Background: an optimization exercise with open tools, aiming at small area, a short achievable clock period and few clock cycles per item. Do not read the settings as production practice. RTL that was checked went through simulation tests only; none was proved equivalent to the original. For run 1, only the layout was checked, not whether the RTL still works. Power is estimated from default activity; no workload was simulated.

==> flow/design.v, too long to show whole: its modules and the start of the top module <==
// module cp_xu: 417 lines
// module cp_xu_mul: 2298 lines
module cp_xu (
    input  wire        clk,
    input  wire        rst,
    input  wire        in_valid,
    output wire        in_ready,
    input  wire [5:0]  in_op,
    input  wire [31:0] in_ra,
    input  wire [31:0] in_rb,
    input  wire        in_c,
    input  wire [1:0]  in_qrm,
    input  wire        in_acc,
    output reg         out_valid,
    output reg  [31:0] out_rd,
    output reg  [31:0] out_hi,
    output reg         out_n,
    output reg         out_z,
    output reg         out_c,
    output reg         out_v,
    output reg         out_q,
    output reg         out_dz
);
  // ...
==> flow/flow/run.sh <==
#!/bin/bash
# The standard layout, with timing repair asked to leave 12 ns of setup
# slack at the design's clock period, i.e. to aim at a 5 ns cycle.
set -euo pipefail
bash standard.sh SETUP_SLACK_MARGIN=12 finish > standard.log 2>&1
==> flow/standard.sh <==
#!/bin/bash
# synth_recipe.tcl (not shown) runs the flow's synth.tcl, then flattens the netlist and writes it again
# the make line also repeats each setting of config.mk as NAME=value (left out here)
make -C /OpenROAD-flow-scripts/flow DESIGN_CONFIG=/design/flow/config.mk WORK_HOME=/design/flow/orfs CLKGATE_MAP_FILE= SYNTH_SCRIPT=/design/flow/synth_recipe.tcl "${@:-finish}"
==> flow/config.mk <==
export PLATFORM = sky130hd
export DESIGN_NAME = cp_xu
export DESIGN_NICKNAME = cp_xu
export VERILOG_FILES = /design/flow/design.v
export SDC_FILE = /design/flow/constraint.sdc
export NUM_CORES = 4
export LEC_CHECK = 0
export CAP_MARGIN = 20
export CORE_MARGIN = 2
export CORE_UTILIZATION = 60
export SLEW_MARGIN = 20
==> flow/constraint.sdc <==
create_clock -name core_clock -period 17.0 [get_ports {clk}]
set_input_delay 3.4000 -clock core_clock [delete_from_list [all_inputs] [get_ports {clk}]]
set_output_delay 3.4000 -clock core_clock [all_outputs]
set_load 0.01 [all_outputs]
==> flow_metrics.env, run 1 <==
export IMPL_grtUsageTotal_pct=70.77
export IMPL_synth_compound_area_share_pct=24.30
export IMPL_use_met2_pct=86.02
export IMPL_postPlaceCellArea_sq_mm=0.08034
export IMPL_use_met3_pct=54.45
export IMPL_postSynthCellCount=9690
export IMPL_syn_nets=10870
export IMPL_synth_area_sq_mm=0.07686
export IMPL_ys_seq_elements=532
export IMPL_synth_most_common_cell="inv_1"
export IMPL_grt_busiest_layer="met2"
export IMPL_yosysSeqAreaShare_pct=15.25
export IMPL_yosysTopAreaCellShare_pct=13.49
export IMPL_error_line="[ERROR GRT-0116] Global routing finished with congestion. Check the congestion regions in the DRC Viewer."
export IMPL_grt_max_degree=96
export IMPL_syn_area_per_cell_sq_um=7.932
export IMPL_synth_top_family_by_area="compound AO/OA/AOI/OAI gates"
export IMPL_grt_pass1_wl_microns=662700
export IMPL_lastStage="5_1_grt"
export IMPL_routabilityCongestion=1.169
export IMPL_ios=149
export IMPL_postCtsResizedCells=955
export IMPL_numPortBuffers=148
export IMPL_yosys_area_share_simple_pct=12.98
export IMPL_outcome="stopped before the end"
export IMPL_grt_ovfl_total=4
export IMPL_placed_cells=11070
export IMPL_pre_cts_ws_ns=9.851
export IMPL_globalRouteMet1Util_pct=73.13
==> module cp_xu, before the edit <==
module cp_xu (
    input  wire        clk,
    input  wire        rst,
    input  wire        in_valid,
    output wire        in_ready,
    input  wire [5:0]  in_op,
    input  wire [31:0] in_ra,
    input  wire [31:0] in_rb,
    input  wire        in_c,
    input  wire [1:0]  in_qrm,
    input  wire        in_acc,
    output reg         out_valid,
    output reg  [31:0] out_rd,
    output reg  [31:0] out_hi,
    output reg         out_n,
    output reg         out_z,
    output reg         out_c,
    output reg         out_v,
    output reg         out_q,
    output reg         out_dz
);
    reg         rdy;             
    reg         v1;
    reg  [5:0]  op1;
    reg  [31:0] a1, b1;          
    reg         c1;
    reg  [1:0]  qrm1;
    reg         acc1;
    reg  [31:0] rem;             
    reg         dsetup;          
    reg         dbusy;           
    reg  [3:0]  dcnt;            
    reg         dneg;            
    reg         dovf;            
    reg  [33:0] d3;              
    assign in_ready = rdy;
    wire [1:0] g1  = op1[5:4];
    wire [3:0] f1  = op1[3:0];
    wire g1_alu = (g1 == 2'd0);
    wire g1_md  = (g1 == 2'd1);
    wire g1_fix = (g1 == 2'd2);
    reg  is_div1, d_signed, is_mul1, mul_uns;
    wire d_rem    = (f1[2:0] == 3'd5) || (f1[2:0] == 3'd6);
    wire d_divu   = (f1[2:0] == 3'd4);
    wire d_divs   = (f1[2:0] == 3'd7);
    wire [1:0] gi = in_op[5:4];
    wire [3:0] fi = in_op[3:0];
    wire in_div   = (gi == 2'd1) && !fi[3] && (fi[2:0] >= 3'd3);
    reg  sa, sb;                 
    reg  [31:0] ad_x, ad_y;
    reg         ad_ci;
    always @(*) begin
        ad_x = a1; ad_y = b1; ad_ci = 1'b0;
        if (g1_alu) begin
            case (f1)
                4'h1:       begin ad_ci = c1; end
                4'h2, 4'hB: begin ad_y = ~b1; ad_ci = 1'b1; end
                4'h3:       begin ad_y = ~b1; ad_ci = c1; end
                4'hD, 4'hE: begin ad_x = ~a1; ad_y = 32'd0; ad_ci = 1'b1; end
                default: ;
            endcase
        end else if (g1_md) begin
            if (f1[2:0] == 3'd0) begin           
                ad_x = a1[31] ? b1 : 32'd0;
                ad_y = b1[31] ? a1 : 32'd0;
            end else begin                       
                ad_x = a1 ^ {32{sa}};
                ad_y = 32'd0;
                ad_ci = sa;
            end
        end else if (f1[0]) begin                
            ad_y = ~b1; ad_ci = 1'b1;
        end
    end
    wire [32:0] ad_s = {1'b0, ad_x} + {1'b0, ad_y} + {32'd0, ad_ci};
    wire        ad_v = (ad_x[31] == ad_y[31]) && (ad_s[31] != ad_x[31]);
    function [5:0] clz32;
        input [31:0] x;
        integer k;
        begin
            clz32 = 6'd32;
            for (k = 0; k < 32; k = k + 1)
                if (x[k]) clz32 = 6'd31 - k[5:0];
        end
    endfunction
    wire [5:0] clz_a = clz32(a1 ^ {32{sa}});
    wire [5:0] clz_b = clz32(b1 ^ {32{sb}});
    wire [31:0] da = ad_s[31:0];
    wire [31:0] db = (b1 ^ {32{sb}}) + {31'd0, sb};
    wire        b_zero = (b1 == 32'd0);
    wire [6:0]  s_raw  = 7'd31 + {1'b0, rem[5:0]} - {6'd0, rem[12]} - {1'b0, rem[11:6]};
    wire [31:0] bx     = b1 ^ {32{sb}};
    reg  [31:0] bsm;                                
    integer m;
    always @(*) begin
        bsm = bx;
        for (m = 1; m < 32; m = m * 2) bsm = bsm | (bsm >> m);
    end
    wire [31:0] blim   = sa ? {2'b00, bsm[31:2]} : {1'b0, bsm[31:1]};
    wire        d_imm  = b_zero ||
                         ((sa ? (bx[31:1] != 31'd0) : (bx != 32'd0)) &&
                          (((a1 ^ {32{sa}}) & ~blim) == 32'd0));
    wire [3:0]  s_half = s_raw[6] ? 4'd0 : s_raw[4:1];
    wire [7:0]  sh_n  = b1[7:0];
    wire        sh_l  = (f1 == 4'h8);
    reg  [4:0]  rot_k;
    always @(*) begin
        if (dsetup)    rot_k = {s_half, 1'b0};
        else if (sh_l) rot_k = sh_n[4:0];
        else           rot_k = 5'd0 - sh_n[4:0];
    end
    wire [63:0] rot_d  = {a1, a1} << rot_k;
    wire [31:0] rot    = rot_d[63:32];
    wire [4:0]  msk_k  = dsetup ? {s_half, 1'b0} : sh_n[4:0];
    wire [31:0] hmask  = 32'hFFFF_FFFF << msk_k;    
    reg  [31:0] lmask;                              
    integer r;
    always @(*)
        for (r = 0; r < 32; r = r + 1) lmask[r] = hmask[31 - r];
    wire        sh_z   = (sh_n == 8'd0);
    wire        sh_32  = (sh_n == 8'd32);
    wire        sh_big = (sh_n > 8'd32);
    reg  [31:0] r1;
    reg         r1_c, r1_v, r1_q, r1_dz;
    always @(*) begin
        r1 = a1;
        r1_c = 1'b0; r1_v = 1'b0; r1_q = 1'b0; r1_dz = 1'b0;
        if (g1_alu) begin
            case (f1)
                4'h0, 4'h1, 4'h2, 4'h3, 4'hB: begin
                    r1 = ad_s[31:0]; r1_c = ad_s[32]; r1_v = ad_v;
                end
                4'h4, 4'hC: r1 = a1 & b1;
                4'h5:       r1 = a1 | b1;
                4'h6:       r1 = a1 ^ b1;
                4'h7:       r1 = a1 & ~b1;
                4'h8: begin
                    r1   = (sh_32 || sh_big) ? 32'd0 : (rot & hmask);
                    r1_c = !(sh_z || sh_big) && rot[0];
                end
                4'h9: begin
                    r1   = (sh_32 || sh_big) ? 32'd0 : (rot & lmask);
                    r1_c = !(sh_z || sh_big) && rot[31];
                end
                4'hA: begin
                    if (sh_32 || sh_big) begin
                        r1   = {32{a1[31]}};
                        r1_c = a1[31];
                    end else begin
                        r1   = (rot & lmask) | ({32{a1[31]}} & ~lmask);
                        r1_c = !sh_z && rot[31];
                    end
                end
                4'hD, 4'hE: begin
                    r1 = ad_s[31:0]; r1_c = ad_s[32]; r1_v = ad_v;
                    if ((f1 == 4'hE) && ad_v) begin
                        r1 = 32'h7FFF_FFFF; r1_q = 1'b1;
                    end
                end
                default: begin                   
                    r1 = {26'd0, clz_a};
                    r1_c = clz_a[5];
                end
            endcase
        end else if (g1_md) begin                
            r1_c = b_zero; r1_dz = b_zero;
            if (d_rem)                 r1 = a1;
            else if (!b_zero)          r1 = 32'd0;
            else if (d_divu)           r1 = 32'hFFFF_FFFF;
            else                       r1 = a1[31] ? 32'h8000_0000 : 32'h7FFF_FFFF;
        end else if (g1_fix && (f1[2:1] == 2'b00)) begin    
            r1 = ad_v ? (ad_x[31] ? 32'h8000_0000 : 32'h7FFF_FFFF) : ad_s[31:0];
            r1_v = ad_v; r1_q = ad_v;
        end
    end
    wire [63:0] m_s, m_c;
    cp_xu_mul u_mul (
        .a({a1[31] & !mul_uns, a1}),
        .b({b1[31] & !mul_uns, b1}),
        .s(m_s),
        .c(m_c)
    );
    wire [33:0] dv_r4 = {rem, a1[31:30]};
    wire [34:0] dv_t1 = {1'b0, dv_r4} - {3'b000, b1};
    wire [34:0] dv_t2 = {1'b0, dv_r4} - {2'b00, b1, 1'b0};
    wire [34:0] dv_t3 = {1'b0, dv_r4} - {1'b0, d3};
    reg  [31:0] dv_rn;
    reg  [1:0]  dv_q;
    always @(*) begin
        if (!dv_t3[34])      begin dv_rn = dv_t3[31:0]; dv_q = 2'd3; end
        else if (!dv_t2[34]) begin dv_rn = dv_t2[31:0]; dv_q = 2'd2; end
        else if (!dv_t1[34]) begin dv_rn = dv_t1[31:0]; dv_q = 2'd1; end
        else                 begin dv_rn = dv_r4[31:0]; dv_q = 2'd0; end
    end
    wire [31:0] quo_n = {a1[29:0], dv_q};
    wire        dlast = dbusy && (dcnt == 4'd0);
    wire        d_sat = dovf && d_divs;
    wire first_div = v1 && is_div1 && !dbusy && !dsetup;
    wire s1_go = v1 && (!is_div1 || (first_div && d_imm) || dlast);
    reg         v2;
    reg  [5:0]  op2;
    reg  [1:0]  qrm2;
    reg         acc2;
    reg  [63:0] s2, k2;          
    reg         neg2;            
    reg         f2_c, f2_v, f2_q, f2_dz;
    always @(posedge clk) begin
        if (rst) begin
            rdy    <= 1'b1;
            v1     <= 1'b0;
            dsetup <= 1'b0;
            dbusy  <= 1'b0;
            v2     <= 1'b0;
        end else begin
            v2 <= s1_go;
            if (rdy) begin
                v1 <= in_valid;
                rdy <= !(in_valid && in_div);
            end else if (first_div) begin
                if (d_imm) begin
                    v1  <= 1'b0;
                    rdy <= 1'b1;
                end else begin
                    dsetup <= 1'b1;
                end
            end else if (dsetup) begin
                dsetup <= 1'b0;
                dbusy  <= 1'b1;
                rdy    <= (s_half == 4'hF);
            end else begin
                rdy <= (dcnt == 4'd1);
            end
            if (dlast) dbusy <= 1'b0;
        end
        if (rdy) begin
            op1  <= in_op;
            a1   <= in_ra;
            b1   <= in_rb;
            c1   <= in_c;
            qrm1 <= in_qrm;
            acc1 <= in_acc;
            is_div1  <= in_div;
            d_signed <= (gi == 2'd1) && ((fi == 4'd3) || (fi == 4'd5) || (fi == 4'd7));
            is_mul1  <= ((gi == 2'd1) && (fi <= 4'd2)) ||
                        ((gi == 2'd2) && (fi >= 4'd2) && (fi <= 4'd5));
            mul_uns  <= (gi == 2'd1) && (fi == 4'd2);    
            sa <= (gi == 2'd1) && ((fi == 4'd3) || (fi == 4'd5) || (fi == 4'd7)) && in_ra[31];
            sb <= (gi == 2'd1) && ((fi == 4'd3) || (fi == 4'd5) || (fi == 4'd7)) && in_rb[31];
        end else if (dsetup) begin
            a1   <= rot & hmask;
        end else if (dbusy) begin
            a1   <= quo_n;
        end else begin
            a1   <= da;
            b1   <= db;
        end
        if (dsetup) begin
            rem  <= rot & ~hmask;
            dcnt <= ~s_half;
            d3   <= {2'b00, b1} + {1'b0, b1, 1'b0};
        end else if (dbusy) begin
            rem  <= dv_rn;
            dcnt <= dcnt - 4'd1;
        end else begin
            rem[12:0] <= {sa, clz_b, clz_a};
            dneg <= d_rem ? sa : (sa ^ sb);
            dovf <= (a1 == 32'h8000_0000) && (b1 == 32'hFFFF_FFFF) && d_signed;
            d3   <= {2'b00, ad_s[31:0]};
        end
        op2  <= op1;
        qrm2 <= qrm1;
        acc2 <= acc1;
        if (is_mul1) begin
            s2 <= m_s;
            k2 <= m_c;
        end else begin
            s2 <= {32'd0, dbusy ? (d_sat ? 32'h7FFF_FFFF : (d_rem ? dv_rn : quo_n)) : r1};
            k2 <= 64'd0;
        end
        neg2 <= dbusy && dneg && !d_sat;
        if (dbusy) begin
            f2_c <= 1'b0; f2_v <= dovf && !d_rem; f2_q <= d_sat; f2_dz <= 1'b0;
        end else begin
            f2_c <= r1_c; f2_v <= r1_v; f2_q <= r1_q; f2_dz <= r1_dz;
        end
    end
    wire [63:0] p2 = (s2 ^ {64{neg2}}) + (k2 ^ {64{neg2}}) + {62'd0, neg2, 1'b0};
    wire [32:0] lo_sum = {1'b0, s2[31:0]} + {1'b0, k2[31:0]};
    wire [31:0] mz_u   = s2[63:32] ^ k2[63:32] ^ d3[31:0];
    wire [31:0] mz_w   = (s2[63:32] & k2[63:32]) | (s2[63:32] & d3[31:0]) | (k2[63:32] & d3[31:0]);
    wire [31:0] mz_v   = {mz_w[30:0], 1'b0};
    wire [31:0] mz_x   = mz_u ^ mz_v;
    wire [31:0] mz_c   = {mz_u[30:0] | mz_v[30:0], lo_sum[32]};
    wire        mul_c2 = (mz_x != mz_c);
    wire [1:0] g2 = op2[5:4];
    wire [3:0] f2 = op2[3:0];
    reg         v3;
    reg  [1:0]  qrm3;
    reg         acc3;
    reg  [63:0] p3;
    reg         f3_c, f3_v, f3_q, f3_dz;
    reg         k_qmul, k_ext, k_msu, k_mula, k_mac;    
    reg         k_mul, k_mulw, k_aclr, k_acc;
    reg  [1:0]  k_aw;                                   
    always @(posedge clk) begin
        if (rst) v3 <= 1'b0;
        else     v3 <= v2;
        qrm3 <= qrm2;
        acc3 <= acc2;
        p3   <= p2;
        f3_c <= (op2 == 6'h10) ? mul_c2 : f2_c;
        f3_v <= f2_v;
        f3_q <= f2_q;
        f3_dz <= f2_dz;
        k_qmul <= (g2 == 2'd2) && (f2 == 4'd2);
        k_ext  <= (g2 == 2'd2) && (f2 == 4'd7);
        k_mac  <= (g2 == 2'd2) && (f2 >= 4'd3) && (f2 <= 4'd5);
        k_msu  <= (g2 == 2'd2) && (f2 == 4'd4);
        k_mula <= (g2 == 2'd2) && (f2 == 4'd5);
        k_aclr <= (g2 == 2'd2) && (f2 == 4'd6);
        k_mul  <= (g2 == 2'd1) && (f2 == 4'd0);
        k_mulw <= (g2 == 2'd1) && ((f2 == 4'd1) || (f2 == 4'd2));
        k_acc  <= (g2 == 2'd3);
        k_aw   <= {(g2 == 2'd3) && (f2 == 4'd1), (g2 == 2'd3) && (f2 == 4'd0)};
    end
    reg  [39:0] acc0_r, acc1_r;
    wire [39:0] acc_cur = acc3 ? acc1_r : acc0_r;
    function round_inc;
        input [1:0] mode;
        input       t_odd;
        input       x_neg;
        input       f_nz;
        input       f_half;    
        input       f_above;   
        begin
            case (mode)
                2'd0: round_inc = 1'b0;
                2'd1: round_inc = f_half;
                2'd2: round_inc = f_above || (f_half && !f_above && t_odd);
                default: round_inc = x_neg && f_nz;
            endcase
        end
    endfunction
    wire        qm_fnz = |p3[30:0];
    wire        qm_inc = round_inc(qrm3, p3[31], p3[63], qm_fnz, p3[30], p3[30] && (|p3[29:0]));
    wire        ex_fnz = |acc_cur[3:0];
    wire        ex_inc = round_inc(qrm3, acc_cur[4], acc_cur[39], ex_fnz,
                                   acc_cur[3], acc_cur[3] && (|acc_cur[2:0]));
    wire [40:0] ax3 = k_qmul ? {{8{p3[63]}}, p3[63:31]} :
                      k_ext  ? {{5{acc_cur[39]}}, acc_cur[39:4]} :
                      k_mula ? 41'd0 : {acc_cur[39], acc_cur};
    wire [40:0] ay3 = {41{k_mac}} & ({{4{p3[63]}}, p3[63:27]} ^ {41{k_msu}});
    wire        ac3 = k_qmul ? qm_inc : k_ext ? ex_inc : k_msu;
    wire [40:0] sum3  = ax3 + ay3 + {40'd0, ac3};
    wire [40:0] zs_x  = ax3 ^ ay3;
    wire [40:0] zs_c  = {ax3[39:0] | ay3[39:0], ac3};
    wire        z3    = (zs_x == zs_c);
    wire        sat40 = !k_mula && (sum3[40] != sum3[39]);
    wire        sat32 = (sum3[40:31] != 10'h000) && (sum3[40:31] != 10'h3FF);
    wire [39:0] mac_a = sat40 ? (sum3[40] ? 40'h80_0000_0000 : 40'h7F_FFFF_FFFF) : sum3[39:0];
    wire [31:0] q_r   = sat32 ? (sum3[40] ? 32'h8000_0000 : 32'h7FFF_FFFF) : sum3[31:0];
    wire        acc_we  = k_mac || k_aclr || (|k_aw);
    wire [39:0] acc_new = k_mac   ? mac_a :
                          k_aclr  ? 40'd0 :
                          k_aw[0] ? {acc_cur[39:32], p3[31:0]} :
                          k_aw[1] ? {p3[7:0], acc_cur[31:0]} : acc_cur;
    wire        hi_acc  = k_mac || k_aclr || k_acc;       
    reg  [31:0] o_rd;
    reg         o_n, o_z, o_c, o_v, o_q, o_dz;
    always @(*) begin
        o_rd = p3[31:0];
        o_n  = p3[31];
        o_z  = (p3[31:0] == 32'd0);
        o_c = f3_c; o_v = f3_v; o_q = f3_q; o_dz = f3_dz;
        if (k_qmul || k_ext) begin
            o_rd = q_r; o_n = sum3[40]; o_z = z3;
            o_c = k_qmul ? qm_fnz : ex_fnz; o_v = sat32; o_q = sat32; o_dz = 1'b0;
        end else if (k_mac) begin
            o_rd = mac_a[31:0]; o_n = sum3[40]; o_z = z3;
            o_c = |p3[26:0]; o_v = sat40; o_q = sat40; o_dz = 1'b0;
        end else if (k_aclr) begin
            o_rd = 32'd0; o_n = 1'b0; o_z = 1'b1;
            o_c = 1'b0; o_v = 1'b0; o_q = 1'b0; o_dz = 1'b0;
        end else if (k_acc) begin
            o_rd = acc_new[31:0]; o_n = 1'b0; o_z = 1'b0;
            o_c = 1'b0; o_v = 1'b0; o_q = 1'b0; o_dz = 1'b0;
        end else if (k_mulw) begin
            o_n = p3[63]; o_z = (p3 == 64'd0);
            o_c = 1'b0; o_v = 1'b0; o_q = 1'b0; o_dz = 1'b0;
        end else if (k_mul) begin
            o_v = !((&p3[63:31]) || !(|p3[63:31]));
            o_q = 1'b0; o_dz = 1'b0;
        end
    end
    always @(posedge clk) begin
        if (rst) begin
            out_valid <= 1'b0;
            acc0_r    <= 40'd0;
            acc1_r    <= 40'd0;
        end else begin
            out_valid <= v3;
            if (v3 && acc_we) begin
                if (acc3) acc1_r <= acc_new;
                else      acc0_r <= acc_new;
            end
        end
        out_rd <= o_rd;
        out_hi <= hi_acc ? {{24{acc_new[39]}}, acc_new[39:32]} :
                  k_mulw ? p3[63:32] : 32'd0;
        out_n  <= o_n;
        out_z  <= o_z;
        out_c  <= o_c;
        out_v  <= o_v;
        out_q  <= o_q;
        out_dz <= o_dz;
    end
endmodule
==> inputs of run 2 (changes only) <==
--- a/flow/design.v
+++ b/flow/design.v
@@ -27,71 +27,95 @@
     reg  [1:0]  qrm1;
     reg         acc1;
     reg  [31:0] rem;             
     reg         dsetup;          
     reg         dbusy;           
     reg  [3:0]  dcnt;            
     reg         dneg;            
     reg         dovf;            
-    reg  [33:0] d3;              
+    reg  [34:0] d3;              
     assign in_ready = rdy;
     wire [1:0] g1  = op1[5:4];
     wire [3:0] f1  = op1[3:0];
     wire g1_alu = (g1 == 2'd0);
     wire g1_md  = (g1 == 2'd1);
     wire g1_fix = (g1 == 2'd2);
-    reg  is_div1, d_signed, is_mul1, mul_uns;
+    reg  is_div1, d_signed, is_mul1;
     wire d_rem    = (f1[2:0] == 3'd5) || (f1[2:0] == 3'd6);
     wire d_divu   = (f1[2:0] == 3'd4);
     wire d_divs   = (f1[2:0] == 3'd7);
     wire [1:0] gi = in_op[5:4];
     wire [3:0] fi = in_op[3:0];
     wire in_div   = (gi == 2'd1) && !fi[3] && (fi[2:0] >= 3'd3);
-    reg  sa, sb;                 
-    reg  [31:0] ad_x, ad_y;
-    reg         ad_ci;
+    wire in_uns   = (gi == 2'd1) && (fi == 4'd2);    
+    wire in_sdiv  = (gi == 2'd1) && ((fi == 4'd3) || (fi == 4'd5) || (fi == 4'd7));
+    reg in_xm, in_xi, in_ym, in_yi, in_ci;
     always @(*) begin
-        ad_x = a1; ad_y = b1; ad_ci = 1'b0;
-        if (g1_alu) begin
-            case (f1)
-                4'h1:       begin ad_ci = c1; end
-                4'h2, 4'hB: begin ad_y = ~b1; ad_ci = 1'b1; end
-                4'h3:       begin ad_y = ~b1; ad_ci = c1; end
-                4'hD, 4'hE: begin ad_x = ~a1; ad_y = 32'd0; ad_ci = 1'b1; end
+        in_xm = 1'b1; in_xi = 1'b0; in_ym = 1'b1; in_yi = 1'b0; in_ci = 1'b0;
+        if (gi == 2'd0) begin
+            case (fi)
+                4'h1:       in_ci = in_c;                                    
+                4'h2, 4'hB: begin in_yi = 1'b1; in_ci = 1'b1; end            
+                4'h3:       begin in_yi = 1'b1; in_ci = in_c; end            
+                4'hD, 4'hE: begin in_xi = 1'b1; in_ym = 1'b0; in_ci = 1'b1; end   
                 default: ;
             endcase
-        end else if (g1_md) begin
-            if (f1[2:0] == 3'd0) begin           
-                ad_x = a1[31] ? b1 : 32'd0;
-                ad_y = b1[31] ? a1 : 32'd0;
-            end else begin                       
-                ad_x = a1 ^ {32{sa}};
-                ad_y = 32'd0;
-                ad_ci = sa;
+        end else if (gi == 2'd1) begin
+            if (fi == 4'd0) begin            
+                in_xm = in_rb[31];
+                in_ym = in_ra[31];
+            end else begin                   
+                in_xi = in_sdiv && in_ra[31];
+                in_ym = 1'b0;
+                in_ci = in_sdiv && in_ra[31];
             end
-        end else if (f1[0]) begin                
-            ad_y = ~b1; ad_ci = 1'b1;
+        end else if (fi == 4'd1) begin       
+            in_yi = 1'b1; in_ci = 1'b1;
         end
     end
+    reg  [16:0] bo1, bt1, bn1;   
+    reg         asx1;            
+    wire [34:0] in_bx = {{2{in_rb[31] & !in_uns}}, in_rb, 1'b0};
+    reg  [16:0] in_bo, in_bt, in_bn;
+    integer q;
+    always @(*)
+        for (q = 0; q < 17; q = q + 1) begin
+            in_bo[q] = in_bx[2*q+1] ^ in_bx[2*q];
+            in_bt[q] = (in_bx[2*q+2] & !in_bx[2*q+1] & !in_bx[2*q]) |
+                       (!in_bx[2*q+2] & in_bx[2*q+1] & in_bx[2*q]);
+            in_bn[q] = in_bx[2*q+2] & !(in_bx[2*q+1] & in_bx[2*q]);
+        end
+    reg  sa, sb;                 
+    reg         xm1, xi1, ym1, yi1, ci1;
+    wire [31:0] ad_x = (a1 & {32{xm1}}) ^ {32{xi1}};
+    wire [31:0] ad_y = (b1 & {32{ym1}}) ^ {32{yi1}};
+    wire        ad_ci = ci1;
     wire [32:0] ad_s = {1'b0, ad_x} + {1'b0, ad_y} + {32'd0, ad_ci};
     wire        ad_v = (ad_x[31] == ad_y[31]) && (ad_s[31] != ad_x[31]);
     function [5:0] clz32;
         input [31:0] x;
-        integer k;
+        reg   [15:0] x16;
+        reg   [7:0]  x8;
+        reg   [3:0]  x4;
+        reg   [1:0]  x2;
+        reg          z16, z8, z4, z2, z1;
         begin
-            clz32 = 6'd32;
-            for (k = 0; k < 32; k = k + 1)
-                if (x[k]) clz32 = 6'd31 - k[5:0];
+            z16 = (x[31:16] == 16'd0);  x16 = z16 ? x[15:0]  : x[31:16];
+            z8  = (x16[15:8] == 8'd0);  x8  = z8  ? x16[7:0] : x16[15:8];
+            z4  = (x8[7:4] == 4'd0);    x4  = z4  ? x8[3:0]  : x8[7:4];
+            z2  = (x4[3:2] == 2'd0);    x2  = z2  ? x4[1:0]  : x4[3:2];
+            z1  = !x2[1];
+            if (z16 && z8 && z4 && z2 && (x2 == 2'd0)) clz32 = 6'd32;
+            else                                       clz32 = {1'b0, z16, z8, z4, z2, z1};
         end
     endfunction
     wire [5:0] clz_a = clz32(a1 ^ {32{sa}});
     wire [5:0] clz_b = clz32(b1 ^ {32{sb}});
     wire [31:0] da = ad_s[31:0];
-    wire [31:0] db = (b1 ^ {32{sb}}) + {31'd0, sb};
     wire        b_zero = (b1 == 32'd0);
     wire [6:0]  s_raw  = 7'd31 + {1'b0, rem[5:0]} - {6'd0, rem[12]} - {1'b0, rem[11:6]};
     wire [31:0] bx     = b1 ^ {32{sb}};
     reg  [31:0] bsm;                                
     integer m;
     always @(*) begin
         bsm = bx;
         for (m = 1; m < 32; m = m * 2) bsm = bsm | (bsm >> m);
@@ -170,25 +194,28 @@
             else                       r1 = a1[31] ? 32'h8000_0000 : 32'h7FFF_FFFF;
         end else if (g1_fix && (f1[2:1] == 2'b00)) begin    
             r1 = ad_v ? (ad_x[31] ? 32'h8000_0000 : 32'h7FFF_FFFF) : ad_s[31:0];
             r1_v = ad_v; r1_q = ad_v;
         end
     end
     wire [63:0] m_s, m_c;
     cp_xu_mul u_mul (
-        .a({a1[31] & !mul_uns, a1}),
-        .b({b1[31] & !mul_uns, b1}),
+        .a({asx1, a1}),
+        .one(bo1),
+        .two(bt1),
+        .neg(bn1),
         .s(m_s),
         .c(m_c)
     );
+    wire [34:0] d_bx  = {{3{sb}}, b1};
     wire [33:0] dv_r4 = {rem, a1[31:30]};
-    wire [34:0] dv_t1 = {1'b0, dv_r4} - {3'b000, b1};
-    wire [34:0] dv_t2 = {1'b0, dv_r4} - {2'b00, b1, 1'b0};
-    wire [34:0] dv_t3 = {1'b0, dv_r4} - {1'b0, d3};
+    wire [34:0] dv_t1 = {1'b0, dv_r4} + {3'b111, b1} + {34'd0, !sb};
+    wire [34:0] dv_t2 = {1'b0, dv_r4} + {2'b11, b1, !sb} + {34'd0, !sb};
+    wire [34:0] dv_t3 = {1'b0, dv_r4} + d3 + {34'd0, !sb};
     reg  [31:0] dv_rn;
     reg  [1:0]  dv_q;
     always @(*) begin
         if (!dv_t3[34])      begin dv_rn = dv_t3[31:0]; dv_q = 2'd3; end
         else if (!dv_t2[34]) begin dv_rn = dv_t2[31:0]; dv_q = 2'd2; end
         else if (!dv_t1[34]) begin dv_rn = dv_t1[31:0]; dv_q = 2'd1; end
         else                 begin dv_rn = dv_r4[31:0]; dv_q = 2'd0; end
     end
@@ -235,42 +262,45 @@
         if (rdy) begin
             op1  <= in_op;
             a1   <= in_ra;
             b1   <= in_rb;
             c1   <= in_c;
             qrm1 <= in_qrm;
             acc1 <= in_acc;
             is_div1  <= in_div;
-            d_signed <= (gi == 2'd1) && ((fi == 4'd3) || (fi == 4'd5) || (fi == 4'd7));
+            d_signed <= in_sdiv;
             is_mul1  <= ((gi == 2'd1) && (fi <= 4'd2)) ||
                         ((gi == 2'd2) && (fi >= 4'd2) && (fi <= 4'd5));
-            mul_uns  <= (gi == 2'd1) && (fi == 4'd2);    
-            sa <= (gi == 2'd1) && ((fi == 4'd3) || (fi == 4'd5) || (fi == 4'd7)) && in_ra[31];
-            sb <= (gi == 2'd1) && ((fi == 4'd3) || (fi == 4'd5) || (fi == 4'd7)) && in_rb[31];
+            bo1  <= in_bo;
+            bt1  <= in_bt;
+            bn1  <= in_bn;
+            asx1 <= in_ra[31] & !in_uns;
+            sa <= in_sdiv && in_ra[31];
+            sb <= in_sdiv && in_rb[31];
+            xm1 <= in_xm; xi1 <= in_xi; ym1 <= in_ym; yi1 <= in_yi; ci1 <= in_ci;
         end else if (dsetup) begin
             a1   <= rot & hmask;
         end else if (dbusy) begin
             a1   <= quo_n;
         end else begin
             a1   <= da;
-            b1   <= db;
+            b1   <= b1 ^ {32{!sb}};
         end
         if (dsetup) begin
             rem  <= rot & ~hmask;
             dcnt <= ~s_half;
-            d3   <= {2'b00, b1} + {1'b0, b1, 1'b0};
         end else if (dbusy) begin
             rem  <= dv_rn;
             dcnt <= dcnt - 4'd1;
         end else begin
             rem[12:0] <= {sa, clz_b, clz_a};
             dneg <= d_rem ? sa : (sa ^ sb);
             dovf <= (a1 == 32'h8000_0000) && (b1 == 32'hFFFF_FFFF) && d_signed;
-            d3   <= {2'b00, ad_s[31:0]};
+            d3   <= is_div1 ? ((d_bx + {d_bx[33:0], 1'b0}) ^ {35{!sb}}) : {3'b000, ad_s[31:0]};
         end
         op2  <= op1;
         qrm2 <= qrm1;
         acc2 <= acc1;
         if (is_mul1) begin
             s2 <= m_s;
             k2 <= m_c;
         end else begin
@@ -280,109 +310,128 @@
         neg2 <= dbusy && dneg && !d_sat;
         if (dbusy) begin
             f2_c <= 1'b0; f2_v <= dovf && !d_rem; f2_q <= d_sat; f2_dz <= 1'b0;
         end else begin
             f2_c <= r1_c; f2_v <= r1_v; f2_q <= r1_q; f2_dz <= r1_dz;
         end
     end
     wire [63:0] p2 = (s2 ^ {64{neg2}}) + (k2 ^ {64{neg2}}) + {62'd0, neg2, 1'b0};
-    wire [32:0] lo_sum = {1'b0, s2[31:0]} + {1'b0, k2[31:0]};
+    wire        lo_c   = p2[32] ^ s2[32] ^ k2[32];    
     wire [31:0] mz_u   = s2[63:32] ^ k2[63:32] ^ d3[31:0];
     wire [31:0] mz_w   = (s2[63:32] & k2[63:32]) | (s2[63:32] & d3[31:0]) | (k2[63:32] & d3[31:0]);
     wire [31:0] mz_v   = {mz_w[30:0], 1'b0};
     wire [31:0] mz_x   = mz_u ^ mz_v;
-    wire [31:0] mz_c   = {mz_u[30:0] | mz_v[30:0], lo_sum[32]};
+    wire [31:0] mz_c   = {mz_u[30:0] | mz_v[30:0], lo_c};
     wire        mul_c2 = (mz_x != mz_c);
     wire [1:0] g2 = op2[5:4];
     wire [3:0] f2 = op2[3:0];
+    wire q2_qmul = (g2 == 2'd2) && (f2 == 4'd2);
+    wire q2_ext  = (g2 == 2'd2) && (f2 == 4'd7);
+    wire q2_mac  = (g2 == 2'd2) && (f2 >= 4'd3) && (f2 <= 4'd5);
+    wire q2_msu  = (g2 == 2'd2) && (f2 == 4'd4);
+    wire q2_mula = (g2 == 2'd2) && (f2 == 4'd5);
     reg         v3;
-    reg  [1:0]  qrm3;
     reg         acc3;
     reg  [63:0] p3;
+    reg  [40:0] x3;              
+    reg  [1:0]  qrm3;
+    reg         ci3;             
     reg         f3_c, f3_v, f3_q, f3_dz;
     reg         k_qmul, k_ext, k_msu, k_mula, k_mac;    
     reg         k_mul, k_mulw, k_aclr, k_acc;
     reg  [1:0]  k_aw;                                   
-    always @(posedge clk) begin
-        if (rst) v3 <= 1'b0;
-        else     v3 <= v2;
-        qrm3 <= qrm2;
-        acc3 <= acc2;
-        p3   <= p2;
-        f3_c <= (op2 == 6'h10) ? mul_c2 : f2_c;
-        f3_v <= f2_v;
-        f3_q <= f2_q;
-        f3_dz <= f2_dz;
-        k_qmul <= (g2 == 2'd2) && (f2 == 4'd2);
-        k_ext  <= (g2 == 2'd2) && (f2 == 4'd7);
-        k_mac  <= (g2 == 2'd2) && (f2 >= 4'd3) && (f2 <= 4'd5);
-        k_msu  <= (g2 == 2'd2) && (f2 == 4'd4);
-        k_mula <= (g2 == 2'd2) && (f2 == 4'd5);
-        k_aclr <= (g2 == 2'd2) && (f2 == 4'd6);
-        k_mul  <= (g2 == 2'd1) && (f2 == 4'd0);
-        k_mulw <= (g2 == 2'd1) && ((f2 == 4'd1) || (f2 == 4'd2));
-        k_acc  <= (g2 == 2'd3);
-        k_aw   <= {(g2 == 2'd3) && (f2 == 4'd1), (g2 == 2'd3) && (f2 == 4'd0)};
-    end
     reg  [39:0] acc0_r, acc1_r;
-    wire [39:0] acc_cur = acc3 ? acc1_r : acc0_r;
+    wire        acc_we;
+    wire [39:0] acc_new;
     function round_inc;
         input [1:0] mode;
         input       t_odd;
         input       x_neg;
         input       f_nz;
         input       f_half;    
         input       f_above;   
         begin
             case (mode)
                 2'd0: round_inc = 1'b0;
                 2'd1: round_inc = f_half;
                 2'd2: round_inc = f_above || (f_half && !f_above && t_odd);
                 default: round_inc = x_neg && f_nz;
             endcase
         end
     endfunction
-    wire        qm_fnz = |p3[30:0];
-    wire        qm_inc = round_inc(qrm3, p3[31], p3[63], qm_fnz, p3[30], p3[30] && (|p3[29:0]));
-    wire        ex_fnz = |acc_cur[3:0];
-    wire        ex_inc = round_inc(qrm3, acc_cur[4], acc_cur[39], ex_fnz,
-                                   acc_cur[3], acc_cur[3] && (|acc_cur[2:0]));
-    wire [40:0] ax3 = k_qmul ? {{8{p3[63]}}, p3[63:31]} :
-                      k_ext  ? {{5{acc_cur[39]}}, acc_cur[39:4]} :
-                      k_mula ? 41'd0 : {acc_cur[39], acc_cur};
-    wire [40:0] ay3 = {41{k_mac}} & ({{4{p3[63]}}, p3[63:27]} ^ {41{k_msu}});
-    wire        ac3 = k_qmul ? qm_inc : k_ext ? ex_inc : k_msu;
-    wire [40:0] sum3  = ax3 + ay3 + {40'd0, ac3};
-    wire [40:0] zs_x  = ax3 ^ ay3;
-    wire [40:0] zs_c  = {ax3[39:0] | ay3[39:0], ac3};
+    wire        acc_fw  = v3 && acc_we && (acc3 == acc2);
+    wire [39:0] acc_f   = acc_fw ? acc_new : (acc2 ? acc1_r : acc0_r);
+    wire        qm_fnz  = |p2[30:0];
+    wire        qm_inc  = round_inc(qrm2, p2[31], p2[63], qm_fnz, p2[30], p2[30] && (|p2[29:0]));
+    always @(posedge clk) begin
+        if (rst) v3 <= 1'b0;
+        else     v3 <= v2;
+        acc3 <= acc2;
+        p3   <= p2;
+        x3   <= q2_qmul ? {{8{p2[63]}}, p2[63:31]} :
+                q2_mula ? 41'd0 : {acc_f[39], acc_f};
+        ci3  <= q2_qmul ? qm_inc : q2_msu;
+        qrm3 <= qrm2;
+        f3_c <= (op2 == 6'h10) ? mul_c2 :
+                q2_qmul ? qm_fnz :
+                q2_mac  ? (|p2[26:0]) : f2_c;
+        f3_v <= f2_v;
+        f3_q <= f2_q;
+        f3_dz <= f2_dz;
+        k_qmul <= q2_qmul;
+        k_ext  <= q2_ext;
+        k_mac  <= q2_mac;
+        k_msu  <= q2_msu;
+        k_mula <= q2_mula;
+        k_aclr <= (g2 == 2'd2) && (f2 == 4'd6);
+        k_mul  <= (g2 == 2'd1) && (f2 == 4'd0);
+        k_mulw <= (g2 == 2'd1) && ((f2 == 4'd1) || (f2 == 4'd2));
+        k_acc  <= (g2 == 2'd3);
+        k_aw   <= {(g2 == 2'd3) && (f2 == 4'd1), (g2 == 2'd3) && (f2 == 4'd0)};
+    end
+    wire [39:0] acc_cur = x3[39:0];
+    wire [40:0] ay3   = {41{k_mac}} & ({{4{p3[63]}}, p3[63:27]} ^ {41{k_msu}});
+    wire [40:0] sum3  = x3 + ay3 + {40'd0, ci3};
+    wire [40:0] zs_x  = x3 ^ ay3;
+    wire [40:0] zs_c  = {x3[39:0] | ay3[39:0], ci3};
     wire        z3    = (zs_x == zs_c);
     wire        sat40 = !k_mula && (sum3[40] != sum3[39]);
     wire        sat32 = (sum3[40:31] != 10'h000) && (sum3[40:31] != 10'h3FF);
     wire [39:0] mac_a = sat40 ? (sum3[40] ? 40'h80_0000_0000 : 40'h7F_FFFF_FFFF) : sum3[39:0];
     wire [31:0] q_r   = sat32 ? (sum3[40] ? 32'h8000_0000 : 32'h7FFF_FFFF) : sum3[31:0];
-    wire        acc_we  = k_mac || k_aclr || (|k_aw);
-    wire [39:0] acc_new = k_mac   ? mac_a :
-                          k_aclr  ? 40'd0 :
-                          k_aw[0] ? {acc_cur[39:32], p3[31:0]} :
-                          k_aw[1] ? {p3[7:0], acc_cur[31:0]} : acc_cur;
+    wire        ex_fnz = |acc_cur[3:0];
+    wire        ex_inc = round_inc(qrm3, acc_cur[4], acc_cur[39], ex_fnz,
+                                   acc_cur[3], acc_cur[3] && (|acc_cur[2:0]));
+    wire [36:0] ex_rnd = {acc_cur[39], acc_cur[39:4]} + {36'd0, ex_inc};
+    wire        ex_sat = (ex_rnd[36:31] != 6'b000000) && (ex_rnd[36:31] != 6'b111111);
+    wire [31:0] ex_r   = ex_sat ? (ex_rnd[36] ? 32'h8000_0000 : 32'h7FFF_FFFF) : ex_rnd[31:0];
+    wire        ex_z   = ex_inc ? (acc_cur[39:4] == 36'hF_FFFF_FFFF) : (acc_cur[39:4] == 36'd0);
+    assign acc_we  = k_mac || k_aclr || (|k_aw);
+    assign acc_new = k_mac   ? mac_a :
+                     k_aclr  ? 40'd0 :
+                     k_aw[0] ? {acc_cur[39:32], p3[31:0]} :
+                     k_aw[1] ? {p3[7:0], acc_cur[31:0]} : acc_cur;
     wire        hi_acc  = k_mac || k_aclr || k_acc;       
     reg  [31:0] o_rd;
     reg         o_n, o_z, o_c, o_v, o_q, o_dz;
     always @(*) begin
         o_rd = p3[31:0];
         o_n  = p3[31];
         o_z  = (p3[31:0] == 32'd0);
         o_c = f3_c; o_v = f3_v; o_q = f3_q; o_dz = f3_dz;
-        if (k_qmul || k_ext) begin
+        if (k_qmul) begin
             o_rd = q_r; o_n = sum3[40]; o_z = z3;
-            o_c = k_qmul ? qm_fnz : ex_fnz; o_v = sat32; o_q = sat32; o_dz = 1'b0;
+            o_v = sat32; o_q = sat32; o_dz = 1'b0;
+        end else if (k_ext) begin
+            o_rd = ex_r; o_n = ex_rnd[36]; o_z = ex_z;
+            o_c = ex_fnz; o_v = ex_sat; o_q = ex_sat; o_dz = 1'b0;
         end else if (k_mac) begin
             o_rd = mac_a[31:0]; o_n = sum3[40]; o_z = z3;
-            o_c = |p3[26:0]; o_v = sat40; o_q = sat40; o_dz = 1'b0;
+            o_v = sat40; o_q = sat40; o_dz = 1'b0;
         end else if (k_aclr) begin
             o_rd = 32'd0; o_n = 1'b0; o_z = 1'b1;
             o_c = 1'b0; o_v = 1'b0; o_q = 1'b0; o_dz = 1'b0;
         end else if (k_acc) begin
             o_rd = acc_new[31:0]; o_n = 1'b0; o_z = 1'b0;
             o_c = 1'b0; o_v = 1'b0; o_q = 1'b0; o_dz = 1'b0;
         end else if (k_mulw) begin
             o_n = p3[63]; o_z = (p3 == 64'd0);
@@ -412,22 +461,23 @@
         out_c  <= o_c;
         out_v  <= o_v;
         out_q  <= o_q;
         out_dz <= o_dz;
     end
 endmodule
 module cp_xu_mul (
     input  wire [32:0] a,
-    input  wire [32:0] b,
+    input  wire [16:0] one,
+    input  wire [16:0] two,
+    input  wire [16:0] neg,
     output wire [63:0] s,
     output wire [63:0] c
 );
     wire [34:0] ax = {{2{a[32]}}, a};
-    wire [33:0] bx = {b[32], b};
     wire s1;
     wire c2;
     wire s3;
     wire c4;
     wire s5;
     wire c6;
     wire s7;
     wire c8;
@@ -1502,132 +1552,81 @@
     wire s1077;
     wire c1078;
     wire s1079;
     wire c1080;
     wire s1081;
     wire c1082;
     wire s1083;
     wire c1084;
-    wire b0_2 = bx[1], b0_1 = bx[0], b0_0 = 1'b0;
-    wire one0 = b0_1 ^ b0_0;
-    wire two0 = (b0_2 & ~b0_1 & ~b0_0) | (~b0_2 & b0_1 & b0_0);
-    wire neg0 = b0_2 & ~(b0_1 & b0_0);
+    wire one0 = one[0], two0 = two[0], neg0 = neg[0];
     wire [34:0] an0 = ax ^ {35{neg0}};
     wire [34:0] pp0;
     assign pp0 = ({35{one0}} & an0) | ({35{two0}} & {an0[33:0], neg0});
-    wire b1_2 = bx[3], b1_1 = bx[2], b1_0 = bx[1];
-    wire one1 = b1_1 ^ b1_0;
-    wire two1 = (b1_2 & ~b1_1 & ~b1_0) | (~b1_2 & b1_1 & b1_0);
-    wire neg1 = b1_2 & ~(b1_1 & b1_0);
+    wire one1 = one[1], two1 = two[1], neg1 = neg[1];
     wire [34:0] an1 = ax ^ {35{neg1}};
     wire [34:0] pp1;
     assign pp1 = ({35{one1}} & an1) | ({35{two1}} & {an1[33:0], neg1});
-    wire b2_2 = bx[5], b2_1 = bx[4], b2_0 = bx[3];
-    wire one2 = b2_1 ^ b2_0;
-    wire two2 = (b2_2 & ~b2_1 & ~b2_0) | (~b2_2 & b2_1 & b2_0);
-    wire neg2 = b2_2 & ~(b2_1 & b2_0);
+    wire one2 = one[2], two2 = two[2], neg2 = neg[2];
     wire [34:0] an2 = ax ^ {35{neg2}};
     wire [34:0] pp2;
     assign pp2 = ({35{one2}} & an2) | ({35{two2}} & {an2[33:0], neg2});
-    wire b3_2 = bx[7], b3_1 = bx[6], b3_0 = bx[5];
-    wire one3 = b3_1 ^ b3_0;
-    wire two3 = (b3_2 & ~b3_1 & ~b3_0) | (~b3_2 & b3_1 & b3_0);
-    wire neg3 = b3_2 & ~(b3_1 & b3_0);
+    wire one3 = one[3], two3 = two[3], neg3 = neg[3];
     wire [34:0] an3 = ax ^ {35{neg3}};
     wire [34:0] pp3;
     assign pp3 = ({35{one3}} & an3) | ({35{two3}} & {an3[33:0], neg3});
-    wire b4_2 = bx[9], b4_1 = bx[8], b4_0 = bx[7];
-    wire one4 = b4_1 ^ b4_0;
-    wire two4 = (b4_2 & ~b4_1 & ~b4_0) | (~b4_2 & b4_1 & b4_0);
-    wire neg4 = b4_2 & ~(b4_1 & b4_0);
+    wire one4 = one[4], two4 = two[4], neg4 = neg[4];
     wire [34:0] an4 = ax ^ {35{neg4}};
     wire [34:0] pp4;
     assign pp4 = ({35{one4}} & an4) | ({35{two4}} & {an4[33:0], neg4});
-    wire b5_2 = bx[11], b5_1 = bx[10], b5_0 = bx[9];
-    wire one5 = b5_1 ^ b5_0;
-    wire two5 = (b5_2 & ~b5_1 & ~b5_0) | (~b5_2 & b5_1 & b5_0);
-    wire neg5 = b5_2 & ~(b5_1 & b5_0);
+    wire one5 = one[5], two5 = two[5], neg5 = neg[5];
     wire [34:0] an5 = ax ^ {35{neg5}};
     wire [34:0] pp5;
     assign pp5 = ({35{one5}} & an5) | ({35{two5}} & {an5[33:0], neg5});
-    wire b6_2 = bx[13], b6_1 = bx[12], b6_0 = bx[11];
-    wire one6 = b6_1 ^ b6_0;
-    wire two6 = (b6_2 & ~b6_1 & ~b6_0) | (~b6_2 & b6_1 & b6_0);
-    wire neg6 = b6_2 & ~(b6_1 & b6_0);
+    wire one6 = one[6], two6 = two[6], neg6 = neg[6];
     wire [34:0] an6 = ax ^ {35{neg6}};
     wire [34:0] pp6;
     assign pp6 = ({35{one6}} & an6) | ({35{two6}} & {an6[33:0], neg6});
-    wire b7_2 = bx[15], b7_1 = bx[14], b7_0 = bx[13];
-    wire one7 = b7_1 ^ b7_0;
-    wire two7 = (b7_2 & ~b7_1 & ~b7_0) | (~b7_2 & b7_1 & b7_0);
-    wire neg7 = b7_2 & ~(b7_1 & b7_0);
+    wire one7 = one[7], two7 = two[7], neg7 = neg[7];
     wire [34:0] an7 = ax ^ {35{neg7}};
     wire [34:0] pp7;
     assign pp7 = ({35{one7}} & an7) | ({35{two7}} & {an7[33:0], neg7});
-    wire b8_2 = bx[17], b8_1 = bx[16], b8_0 = bx[15];
-    wire one8 = b8_1 ^ b8_0;
-    wire two8 = (b8_2 & ~b8_1 & ~b8_0) | (~b8_2 & b8_1 & b8_0);
-    wire neg8 = b8_2 & ~(b8_1 & b8_0);
+    wire one8 = one[8], two8 = two[8], neg8 = neg[8];
     wire [34:0] an8 = ax ^ {35{neg8}};
     wire [34:0] pp8;
     assign pp8 = ({35{one8}} & an8) | ({35{two8}} & {an8[33:0], neg8});
-    wire b9_2 = bx[19], b9_1 = bx[18], b9_0 = bx[17];
-    wire one9 = b9_1 ^ b9_0;
-    wire two9 = (b9_2 & ~b9_1 & ~b9_0) | (~b9_2 & b9_1 & b9_0);
-    wire neg9 = b9_2 & ~(b9_1 & b9_0);
+    wire one9 = one[9], two9 = two[9], neg9 = neg[9];
     wire [34:0] an9 = ax ^ {35{neg9}};
     wire [34:0] pp9;
     assign pp9 = ({35{one9}} & an9) | ({35{two9}} & {an9[33:0], neg9});
-    wire b10_2 = bx[21], b10_1 = bx[20], b10_0 = bx[19];
-    wire one10 = b10_1 ^ b10_0;
-    wire two10 = (b10_2 & ~b10_1 & ~b10_0) | (~b10_2 & b10_1 & b10_0);
-    wire neg10 = b10_2 & ~(b10_1 & b10_0);
+    wire one10 = one[10], two10 = two[10], neg10 = neg[10];
     wire [34:0] an10 = ax ^ {35{neg10}};
     wire [34:0] pp10;
     assign pp10 = ({35{one10}} & an10) | ({35{two10}} & {an10[33:0], neg10});
-    wire b11_2 = bx[23], b11_1 = bx[22], b11_0 = bx[21];
-    wire one11 = b11_1 ^ b11_0;
-    wire two11 = (b11_2 & ~b11_1 & ~b11_0) | (~b11_2 & b11_1 & b11_0);
-    wire neg11 = b11_2 & ~(b11_1 & b11_0);
+    wire one11 = one[11], two11 = two[11], neg11 = neg[11];
     wire [34:0] an11 = ax ^ {35{neg11}};
     wire [34:0] pp11;
     assign pp11 = ({35{one11}} & an11) | ({35{two11}} & {an11[33:0], neg11});
-    wire b12_2 = bx[25], b12_1 = bx[24], b12_0 = bx[23];
-    wire one12 = b12_1 ^ b12_0;
-    wire two12 = (b12_2 & ~b12_1 & ~b12_0) | (~b12_2 & b12_1 & b12_0);
-    wire neg12 = b12_2 & ~(b12_1 & b12_0);
+    wire one12 = one[12], two12 = two[12], neg12 = neg[12];
     wire [34:0] an12 = ax ^ {35{neg12}};
     wire [34:0] pp12;
     assign pp12 = ({35{one12}} & an12) | ({35{two12}} & {an12[33:0], neg12});
-    wire b13_2 = bx[27], b13_1 = bx[26], b13_0 = bx[25];
-    wire one13 = b13_1 ^ b13_0;
-    wire two13 = (b13_2 & ~b13_1 & ~b13_0) | (~b13_2 & b13_1 & b13_0);
-    wire neg13 = b13_2 & ~(b13_1 & b13_0);
+    wire one13 = one[13], two13 = two[13], neg13 = neg[13];
     wire [34:0] an13 = ax ^ {35{neg13}};
     wire [34:0] pp13;
     assign pp13 = ({35{one13}} & an13) | ({35{two13}} & {an13[33:0], neg13});
-    wire b14_2 = bx[29], b14_1 = bx[28], b14_0 = bx[27];
-    wire one14 = b14_1 ^ b14_0;
-    wire two14 = (b14_2 & ~b14_1 & ~b14_0) | (~b14_2 & b14_1 & b14_0);
-    wire neg14 = b14_2 & ~(b14_1 & b14_0);
+    wire one14 = one[14], two14 = two[14], neg14 = neg[14];
     wire [34:0] an14 = ax ^ {35{neg14}};
     wire [34:0] pp14;
     assign pp14 = ({35{one14}} & an14) | ({35{two14}} & {an14[33:0], neg14});
-    wire b15_2 = bx[31], b15_1 = bx[30], b15_0 = bx[29];
-    wire one15 = b15_1 ^ b15_0;
-    wire two15 = (b15_2 & ~b15_1 & ~b15_0) | (~b15_2 & b15_1 & b15_0);
-    wire neg15 = b15_2 & ~(b15_1 & b15_0);
+    wire one15 = one[15], two15 = two[15], neg15 = neg[15];
     wire [34:0] an15 = ax ^ {35{neg15}};
     wire [34:0] pp15;
     assign pp15 = ({35{one15}} & an15) | ({35{two15}} & {an15[33:0], neg15});
-    wire b16_2 = bx[33], b16_1 = bx[32], b16_0 = bx[31];
-    wire one16 = b16_1 ^ b16_0;
-    wire two16 = (b16_2 & ~b16_1 & ~b16_0) | (~b16_2 & b16_1 & b16_0);
-    wire neg16 = b16_2 & ~(b16_1 & b16_0);
+    wire one16 = one[16], two16 = two[16], neg16 = neg[16];
     wire [34:0] an16 = ax ^ {35{neg16}};
     wire [34:0] pp16;
     assign pp16 = ({35{one16}} & an16) | ({35{two16}} & {an16[33:0], neg16});
     assign s1 = pp0[24] ^ pp1[22];
     assign c2 = pp0[24] & pp1[22];
     assign s3 = pp0[25] ^ pp1[23];
     assign c4 = pp0[25] & pp1[23];
     assign s5 = pp0[26] ^ pp1[24] ^ pp2[22];
==> flow/flow/run.sh (replaced) <==
#!/bin/bash
# The standard layout, with timing repair asked to leave 11.5 ns of setup
# slack at the design's clock period (i.e. to aim at a 5.5 ns cycle), and the
# port buffers made plain buf_2 cells instead of the default delay buffers.
set -euo pipefail
bash standard.sh SETUP_SLACK_MARGIN=11.5 "BUFFER_PORTS_ARGS=-buffer_cell sky130_fd_sc_hd__buf_2" finish > standard.log 2>&1
==> flow/config.mk (replaced) <==
export PLATFORM = sky130hd
export DESIGN_NAME = cp_xu
export DESIGN_NICKNAME = cp_xu
export VERILOG_FILES = /design/flow/design.v
export SDC_FILE = /design/flow/constraint.sdc
export NUM_CORES = 4
export LEC_CHECK = 0
export CAP_MARGIN = 20
export CORE_MARGIN = 2
export CORE_UTILIZATION = 40
export SLEW_MARGIN = 20
==> run 2 against run 1 <==
Now clean on timing, DRC and antenna. Synthesized cell count up 5.2%. Synthesized area up 6.6%.
==> flow_metrics.env, run 2 <==
export IMPL_vias_per_cell=6.842
export IMPL_ios=149
export IMPL_relSlewSlack_pct=10.02
export IMPL_period_share_pct=33.72
export IMPL_dr_pass1_iters=8
export IMPL_final_nets=11150
export IMPL_fp_coreArea_sq_mm=0.2042
export IMPL_layout_common_cells="inv_1 (865), nand2_1 (824), xor2_1 (712), a21oi_1 (650), nor2_1 (530)"
export IMPL_grt_ovfl_total=0
export IMPL_yosys_warnings=1
export IMPL_yosysSeqAreaShare_pct=17.33
export IMPL_placed_cells=12540
export IMPL_p_per_area_mw_per_mm2=162.0
export IMPL_wl_per_cell_microns=38.94
export IMPL_arrival_ns=6.34
export IMPL_grtUsageTotal_pct=45.93
export IMPL_postSynthCellCount=10200
export IMPL_synth_most_common_cell="inv_1"
export IMPL_required_ns=17.61
export IMPL_final_setup_viol_count=0
export IMPL_nFillCells=20340
export IMPL_remaining_drc_errors=0
export IMPL_grt_pass1_wl_microns=674500
export IMPL_die_y_microns=456.5
export IMPL_yosysTopAreaCellShare_pct=12.71
export IMPL_crit_fanout=20
export IMPL_reg2reg_slack_ns=11.27
export IMPL_cts_htree_levels=3
export IMPL_crit_top_cell="buf_4"
export IMPL_synthTopCellsByArea="fa_1 (13%), dfxtp_1 (11%), ha_1 (8.3%)"
export IMPL_vias=87630
export IMPL_slowest_delay_ns=0.79
export IMPL_utilization_pct=44.62
export IMPL_outcome="timing/DRC/antenna clean"
export IMPL_min_period_ns=5.732
export IMPL_routabilityCongestion=1.132
export IMPL_reg2reg_from="b1[2]"
export IMPL_synth_cell_type_count=100
export IMPL_ys_seq_elements=628
export IMPL_yosysTopAreaCell="fa_1"
export IMPL_syn_area_per_cell_sq_um=8.033
export IMPL_hold_start="f2_v"
export IMPL_numPortBuffers=148
export IMPL_hold_violations=0
export IMPL_final_common_cell="inv_1"
export IMPL_rsz0062_at_grt="yes"
export IMPL_tightest_slew_ns=1.341
export IMPL_clock_sinks=628
export IMPL_syn_nets=11330
export IMPL_insertion_delay_ns=0.78
export IMPL_area_growth_pct=11.23
export IMPL_fp_row_count=166
export IMPL_ir_drop_mv=0.2829
export IMPL_crit_path_top_delay_cell="nand4_1"
export IMPL_criticalPathCategory="reg2reg"
export IMPL_hpwl_microns=375400
export IMPL_cts_buffers_inserted=82
export IMPL_drv_slew=0
export IMPL_dr_first_iter_drc_count=13780
export IMPL_clockBufferDepth=3
export IMPL_grt_pass1_vias=81490
export IMPL_ys_flop_type="dfxtp_1"
export IMPL_path_cells="buf_4 > inv_1 > ha_1 > nand4_1 > nor4_2 > buf_4 > o21ai_0 > buf_4 > o21ai_1 > buf_4 > a211oi_1 > o221ai_1 > nor4_1 > o311ai_4 > a32oi_2 > o21ai_1"
export IMPL_antenna_found_initial=85
export IMPL_cts_tree="yes"
export IMPL_worstSetupStartpointType="flop"
export IMPL_clock_fmax_mhz=174.5
export IMPL_antenna_left=0
export IMPL_synth_edff_count=162
export IMPL_drive_gt1_share_pct=10.75
export IMPL_tns_ns=0
export IMPL_die_x_microns=456.5
export IMPL_skew_ns=0.05524
export IMPL_endpoint_kind="flop"
export IMPL_layout_cells_non_filler=12810
export IMPL_grt_max_degree=84
export IMPL_die_area_sq_mm=0.2084
export IMPL_synth_area_sq_mm=0.08190
export IMPL_startpoint="b1[2]"
export IMPL_path_clk_slew_ns=0.06
export IMPL_leakage_nw=40.68
export IMPL_ys_async_sr_fraction_pct=0
export IMPL_cts_hold_buf=0
export IMPL_start_util_pct=40.12
export IMPL_reg_largest_list="p3 x64, s2 x64, k2 x63"
export IMPL_cts_root_buffer="clkbuf_16"
export IMPL_synthTopCellsByCount="inv_1 (876), nand2_1 (829), xor2_1 (721), clkbuf_1 (704), a21oi_1 (676)"
export IMPL_totalWireLength_microns=498600
export IMPL_maxCapViolations=0
export IMPL_hp_class="reg2reg"
==> run 2: repair_timing <==
action | 4_1_cts | 5_1_grt
setup buffers | 23 | 37
cloned | 5 | 4
pin swaps | 9 | 28
endpoints found under the setup margin | 326 | 222
resized for setup | 192 | 148
==> run 2: power by group <==
group          switching (mW)  internal (mW)  leakage, nW
combinational            6.81           3.60         33.7
clock                   0.840           1.10         1.43
sequential              0.596           1.82         5.55
==> run 2: cell type report <==
| class | instances | area [sq um] | share of cell area, % |
|---|---|---|---|
| Antenna cell | 40 | 100.1 | 0.1099 |
| Clock buffer | 111 | 2354 | 2.583 |
| Clock inverter | 43 | 578.1 | 0.6345 |
| Inverter | 896 | 3421 | 3.755 |
| Multi-Input combinational cell | 7830 | 62530 | 68.64 |
| Sequential cell | 628 | 14290 | 15.68 |
| Tap cell | 2688 | 3363 | 3.692 |
| Timing Repair Buffer | 569 | 4462 | 4.897 |
| Timing Repair inverter | 2 | 10.01 | 0.01099 |
==> run 2: worst paths after layout <==
path | to | cells after the start
max | s2[13] | 16
min | f3_v | 0
max reg2reg | s2[13] | 16
min reg2reg | f3_v | 0
==> run 2: kinds of logic (layout without fill, tap and decap cells) <==
group	count (synthesis)	after routing	share of synthesized area [%]
other cells	1	41	0.004578
fa+ha+maj	1063	1063	21.00
flops	628	628	17.33
simple gates	2385	2386	13.66
mux	187	187	2.510
compound gates	3155	3156	26.40
buf+inv	1740	1621	7.993
xor+xnor	1037	1037	11.11
==> run 2: stage by stage <==
step / worst slack, ns / hold slack, ns / total power [mW] / instance area (sq um)
floorplan: 11.57 / 0.3096 / 7.592 / 81910
global placement: 10.06 / 0.3175 / 11.99 / 85860
detailed placement: 10.00 / 0.3204 / 12.14 / 85920
CTS: 11.49 / 0.3340 / 14.19 / 89990
global route: 11.43 / 0.3442 / 15.45 / 91010
finish: 11.27 / 0.3320 / 14.76 / 91110
==> run 2: routing by layer <==
metal,vias to the layer above,GRT usage (%),share of wire [%]
met1,43070,60.58,40
met4,60,27.87,7.5
met5,-,0.5281,0.093
met2,6948,62.89,39
li1,35940,-,-
met3,1609,17.24,14
==> run 2: worst max-delay path: cells and delay by family, from the launching register on <==
family,cells,cell delay [ns]
flops,1,0.32
compound gates,7,1.73
simple gates,3,1.42
buf+inv,5,1.66
fa+ha+maj,1,0.41
Testbench counts of run 2, summed over its fixed seeds: cycles 37,074, ops 32,000.
==> inputs of run 3 (changes only) <==
--- a/flow/design.v
+++ b/flow/design.v
@@ -368,5 +368,6 @@
         acc3 <= acc2;
-        p3   <= p2;
-        x3   <= q2_qmul ? {{8{p2[63]}}, p2[63:31]} :
-                q2_mula ? 41'd0 : {acc_f[39], acc_f};
+        p3[26:0]  <= p2[26:0];
+        p3[63:27] <= q2_qmul ? {{4{p2[63]}}, p2[63:31]} :
+                     q2_msu  ? ~p2[63:27] : p2[63:27];
+        x3   <= (q2_qmul || q2_mula) ? 41'd0 : {acc_f[39], acc_f};
         ci3  <= q2_qmul ? qm_inc : q2_msu;
@@ -391,3 +392,3 @@
     wire [39:0] acc_cur = x3[39:0];
-    wire [40:0] ay3   = {41{k_mac}} & ({{4{p3[63]}}, p3[63:27]} ^ {41{k_msu}});
+    wire [40:0] ay3   = {{4{p3[63]}}, p3[63:27]};
     wire [40:0] sum3  = x3 + ay3 + {40'd0, ci3};
==> flow/flow/run.sh (replaced) <==
#!/bin/bash
# The standard layout, with timing repair asked to leave 12 ns of setup
# slack at the design's clock period (i.e. to aim at a 5 ns cycle), and the
# port buffers made plain buf_2 cells instead of the default delay buffers.
set -euo pipefail
bash standard.sh SETUP_SLACK_MARGIN=12 "BUFFER_PORTS_ARGS=-buffer_cell sky130_fd_sc_hd__buf_2" finish > standard.log 2>&1
--- a/flow/config.mk
+++ b/flow/config.mk
@@ -9,3 +9,3 @@
 export CORE_MARGIN = 2
-export CORE_UTILIZATION = 40
+export CORE_UTILIZATION = 42
 export SLEW_MARGIN = 20
==> run 3 against run 2 <==
Utilization grew 3.9 points. Via count shrank 3.7%. Clock skew shrank 0.0022 ns. Count of clock-buffer cells in the layout shrank 7. Wire length shrank 5.5%. Worst hold slack lost 0.0021 ns. Fmax grew 13%. Combinational power grew 13%. Final cell count shrank 2.8%. Largest power group unchanged. Clock power grew 2%. Synthesized area shrank 2.2%. Final area grew 1.1%.
==> flow_metrics.env, run 3 <==
export IMPL_intPower_mw=7.095
export IMPL_outcome="timing/DRC/antenna clean"
export IMPL_synthAdderAreaFrac_pct=21.48
export IMPL_fp_row_count=160
export IMPL_grt_max_degree=93
export IMPL_r2r_end="rem[3]"
export IMPL_clock_sinks=627
export IMPL_synth_mux_area_share_pct=2.712
export IMPL_utilization_pct=48.52
export IMPL_switchingPower_mw=9.057
export IMPL_synth_compound_area_share_pct=25.34
export IMPL_tightest_slew_ns=1.333
export IMPL_vias=84420
export IMPL_cts_htree_levels=3
export IMPL_die_area_sq_mm=0.1942
export IMPL_whs_endpoint="f3_q"
export IMPL_synth_cell_type_count=89
export IMPL_antenna_left=0
export IMPL_worstSetupStartpointType="flop"
export IMPL_reg2reg_from="sa"
export IMPL_grt_pass1_wl_microns=631900
export IMPL_die_x_microns=440.7
export IMPL_clock_fmax_mhz=197.9
export IMPL_min_path_cells=0
export IMPL_p_sw_share_pct=56.07
export IMPL_period_share_pct=29.73
export IMPL_grtUsageTotal_pct=46.18
export IMPL_path_clk_slew_ns=0.06
export IMPL_numPortBuffers=148
export IMPL_layout_common_cells="inv_1 (838), nand2_1 (769), xor2_1 (673), a21oi_1 (621), nor2_1 (562)"
export IMPL_power_frac_seq_pct=15.1
export IMPL_reg_largest_list="p3 x64, s2 x64, k2 x63"
export IMPL_grt_ovfl_total=0
export IMPL_start_util_pct=42.20
export IMPL_remaining_drc_errors=0
export IMPL_min_period_ns=5.054
export IMPL_yosysSeqAreaShare_pct=17.70
export IMPL_hold_violations=0
export IMPL_arrival_ns=5.64
export IMPL_area_growth_pct=14.98
export IMPL_drv_slew=0
export IMPL_syn_nets=11050
export IMPL_ys_async_sr_fraction_pct=0
export IMPL_dr_pass1_iters=11
export IMPL_antenna_found_initial=59
export IMPL_reg2reg_slack_ns=11.95
export IMPL_synthTopCellsByArea="fa_1 (13%), dfxtp_1 (12%), ha_1 (8.5%)"
export IMPL_hp_class="reg2reg"
export IMPL_skew_ns=0.05308
export IMPL_p_per_area_mw_per_mm2=175.4
export IMPL_cts_hold_buf=0
export IMPL_postSynthCellCount=9913
export IMPL_criticalPathCategory="reg2reg"
export IMPL_clockBufferDepth=3
export IMPL_tns_ns=0
export IMPL_yosysTopAreaCellShare_pct=13.00
export IMPL_pwr_share_comb_pct=72.6
export IMPL_wl_per_cell_microns=37.83
export IMPL_maxCapViolations=0
export IMPL_synth_edff_count=162
export IMPL_vias_per_cell=6.780
export IMPL_synthTopCellsByCount="inv_1 (856), nand2_1 (774), clkbuf_1 (712), xor2_1 (685), a21oi_1 (661)"
export IMPL_fp_coreArea_sq_mm=0.1898
export IMPL_ys_seq_elements=627
export IMPL_drive_gt1_share_pct=12.95
export IMPL_yosys_warnings=1
export IMPL_die_y_microns=440.7
export IMPL_synth_most_common_cell="inv_1"
export IMPL_cts_buffers_inserted=83
export IMPL_required_ns=17.59
export IMPL_final_nets=10970
[run 3: how the worst max path moves through the flow]
stage,slack [ns],depth (start not counted),from,to
final,11.95,12,sa,rem[3]
after global routing,11.82,16,neg2,ci3
after CTS,11.92,19,rem[1],s2[23]
after detailed placement,10.50,16,rem[6],s2[23]
after global placement,10.40,16,rem[6],s2[23]
after floorplan,12.00,17,a1[18],s2[31]
[run 3: layout make-up]
class | count | area, sq um
fill | 18520 | 97700
multi-input combinational | 7578 | 61530
sequential | 627 | 14300
timing repair buffer | 670 | 6703
inverter | 872 | 3351
tap | 2511 | 3142
clock buffer | 104 | 2362
clock inverter | 52 | 603.1
antenna | 37 | 92.59
[run 3: power by group through the flow]
stage	registers, mW	logic (mW)	clock network [mW]
3_5_place_dp	2.44	10.4	0
3_3_place_gp	2.44	10.2	0
2_1_floorplan	2.01	5.61	0
5_1_grt	2.42	12.3	2.04
4_1_cts	2.41	10.7	1.99
6_report	2.44	11.7	1.98
[run 3: critical path: stages, from the launching register on]
cell and delay (ns):
edfxtp_1 0.39, buf_4 0.28, or2_2 0.49, o22ai_1 0.28, and4_2 0.55, a211oi_1 0.13, o2bb2ai_1 0.22, o22ai_1 0.61
o21ai_1 0.38, or2_2 0.47, nand2_1 0.32, o22a_1 0.45, o21ai_1 0.21
[run 3: layer usage]
layer	share of wire, %	vias to the layer above	GRT usage, %
li1	-	34930	-
met1	38	41430	58.24
met2	40	6294	65.36
met3	13	1733	16.72
met4	8.5	40	31.35
met5	0.11	-	1.067
[run 3: cell families after synthesis]
kind of cell,after synthesis
AO/OA/AOI/OAI,2977
AND/OR/NAND/NOR,2288
buffers and inverters,1713
adder cells (fa/ha/maj),1063
XOR/XNOR,1033
flip-flops,627
multiplexers,211
other,1
[run 3: metrics by stage]
step           std cells  hold WS [ns]  power (mW)  setup slack (ns)  instance area, sq um
5_1_grt            12420        0.3381       16.80             11.82                 92000
3_3_place_gp       12040        0.3189       12.67             10.40                 83430
6_report           12450        0.3299       16.15             11.95                 92080
3_5_place_dp       12040        0.3121       12.82             10.50                 83540
4_1_cts            12290        0.3313       15.13             11.92                 89370
2_1_floorplan       9913        0.3096       7.626             12.00                 80100
[run 3: timing repair]
item	CTS	global route
resized for setup	414	265
setup endpoints to repair	349	260
gates cloned	16	25
setup buffers	78	99
pin swaps	16	50
Testbench counts of run 3, summed over its fixed seeds: cycles 37,074, ops 32,000.

Re-timed with assumed drivers on the ports (clkbuf_16 on the clock, buf_2 on other inputs), run 3 has 11.946 ns of setup slack against 11.946 ns with ideal ports, and 11.609 ns once port delays also move by the mid clock arrival of 0.845 ns.
